This design comes from an exercise in tuning for small area, a short achievable clock period and few clock cycles per item on the open sky130 flow, not from production work.
Only simulation tests tie the RTL to the original design; equivalence was not proved.

// dx_ecc
module dx_ecc (
    input  wire        clk,
    input  wire        rst,
    input  wire        in_valid,
    output wire        in_ready,
    input  wire        in_op,
    input  wire [63:0] in_data,
    input  wire [15:0] in_check,
    output reg         out_valid,
    output reg  [63:0] out_data,
    output reg  [15:0] out_check,
    output reg  [2:0]  out_status
);
For scale: about 1,700 cells after synthesis, about 170 I/O pins, roughly 16,000 sq um of cells after synthesis.
clock: 14.0 ns
lec_check: 0
cap_margin: 20
core_margin: 2
core_utilization: 50
cts_buf_list: sky130_fd_sc_hd__clkbuf_4 sky130_fd_sc_hd__clkbuf_8
cts_cluster_diameter: 80
cts_cluster_size: 16
slew_margin: 20
standard.sh (not shown) runs the stock make flow with config.mk's settings and CLKGATE_MAP_FILE= SYNTH_SCRIPT=/design/flow/synth_recipe.tcl, a recipe that flattens the netlist after the stock synthesis.
==> flow/flow/run.sh <==
#!/bin/bash
# Own flow: the standard layout (standard synthesis unchanged), with
#  - port buffers of sky130_fd_sc_hd__buf_2 instead of the automatically chosen cell;
set -euo pipefail
bash standard.sh \
  "SETUP_SLACK_MARGIN=${FLOW_SETUP_MARGIN:-9.5}" \
  "BUFFER_PORTS_ARGS=-buffer_cell sky130_fd_sc_hd__buf_2" \
  finish > standard_make.log 2>&1
The baseline completed with no timing, DRC or antenna violations.
Testbench counts at the start, summed over its fixed seeds: cycles 12,024, items 12,000.
==> next run, changes <==
--- a/flow/flow/run.sh
+++ b/flow/flow/run.sh
@@ -5,3 +5,3 @@
 bash standard.sh \
-  "SETUP_SLACK_MARGIN=${FLOW_SETUP_MARGIN:-9.5}" \
+  "SETUP_SLACK_MARGIN=${FLOW_SETUP_MARGIN:-9.8}" \
   "BUFFER_PORTS_ARGS=-buffer_cell sky130_fd_sc_hd__buf_2" \
Settings changed: CORE_UTILIZATION 50 to 60.
=> Area after synthesis is unchanged. Wire length is lower by a few percent. Flip-flop and latch count is unchanged. Worst setup slack improved by 0.26 ns. Critical path depth does not change. Maximum frequency is higher by a few percent. Clock skew is lower by 0.019 ns. Global-route usage is higher by 4.3 points. Die area is lower by about a fifth.
==> next run, changes <==
--- a/flow/flow/run.sh
+++ b/flow/flow/run.sh
@@ -5,3 +5,3 @@
 bash standard.sh \
-  "SETUP_SLACK_MARGIN=${FLOW_SETUP_MARGIN:-9.8}" \
+  "SETUP_SLACK_MARGIN=${FLOW_SETUP_MARGIN:-10.0}" \
   "BUFFER_PORTS_ARGS=-buffer_cell sky130_fd_sc_hd__buf_2" \
=>
- The new run passed the timing, DRC and antenna checks
- via count climbs by about 0.3%
- wire length stays flat
- design area climbs by about 3.3%
- global-route usage climbs by 0.37 points
- die area is unchanged
- non-clock buffer count climbs by 9

---

south:
Another version of the RTL of dx_ecc (not shown whole).
Size in the first run: about 170 I/O pins, about 16,000 µm² of cells after synthesis.
export LEC_CHECK = 0
export CAP_MARGIN = 20
export CORE_MARGIN = 2
export CORE_UTILIZATION = 40
export SLEW_MARGIN = 20
create_clock -name core_clock -period 14.0 [get_ports {clk}]
==> flow/flow/run.sh <==
#!/bin/bash
# Own flow: the standard layout (standard synthesis unchanged), with
#  - port buffers of sky130_fd_sc_hd__buf_2 instead of the automatically chosen cell;
set -euo pipefail
bash standard.sh \
  "SETUP_SLACK_MARGIN=${FLOW_SETUP_MARGIN:-9.5}" \
  "BUFFER_PORTS_ARGS=-buffer_cell sky130_fd_sc_hd__buf_2" \
  finish > standard_make.log 2>&1
Testbench counts of south, summed over its fixed seeds: cycles 12,024, items 12,000.
> inputs changed (south -> north)
-- flow/flow/run.sh --
<<< south, line 5
bash standard.sh \
  "SETUP_SLACK_MARGIN=${FLOW_SETUP_MARGIN:-9.5}" \
  "BUFFER_PORTS_ARGS=-buffer_cell sky130_fd_sc_hd__buf_2" \
>>> north, line 5
bash standard.sh \
  "SETUP_SLACK_MARGIN=${FLOW_SETUP_MARGIN:-9.0}" \
  "BUFFER_PORTS_ARGS=-buffer_cell sky130_fd_sc_hd__buf_2" \
Findings:
north was carried through to the last stage, and its layout satisfied the timing, DRC and antenna checks.
north against south: met2 wirelength from detailed routing moved down, worst setup slack now smaller, fill cell instance count of the final layout picked up an extra about 2.3%, post-CTS clock slew at the launch and capture registers of the worst setup and hold paths was more or less identical.
Summary of north over south: count of cells resized by post-cts repair lower; top fanout value on the critical path increased 18.

## afterwards: timing with drivers on the ports
The flow's constraints put no driver on any port. The routed layouts listed below were extracted and timed again, unchanged, in two steps.
Step 1, drivers: a clkbuf_16 drives clk and a buf_2 each remaining input, both assumed.
Step 2 adds t to the input delays and takes it off the output delays; t is the mean of the earliest and latest rising clock arrival at the registers after step 1. Input paths then give back, and output paths get back, about the clock's delay inside the block.
Slacks: ideal / step 1 / step 2; pairs: ideal / step 1.
run	t, ns	slack for setup (ns)	latest minus earliest clock arrival (ns)	worst data-port slew with drivers (ns)
the first run of note 1	0.597	9.593 / 9.604 / 9.007	0.039 / 0.039	0.07
the second run of note 1	0.607	9.852 / 9.859 / 9.273	0.023 / 0.023	0.05
the third run of note 1	0.595	9.893 / 9.904 / 9.309	0.049 / 0.049	0.04
south	0.627	9.488 / 9.488 / 9.037	0.025 / 0.025	0.05
north	0.623	9.195 / 9.195 / 8.881	0.032 / 0.033	0.05
After both steps every run listed still meets setup and hold. For the first run of note 1, which loses most, drivers alone change the setup slack by +0.011 ns; drivers and shift together by -0.586 ns.
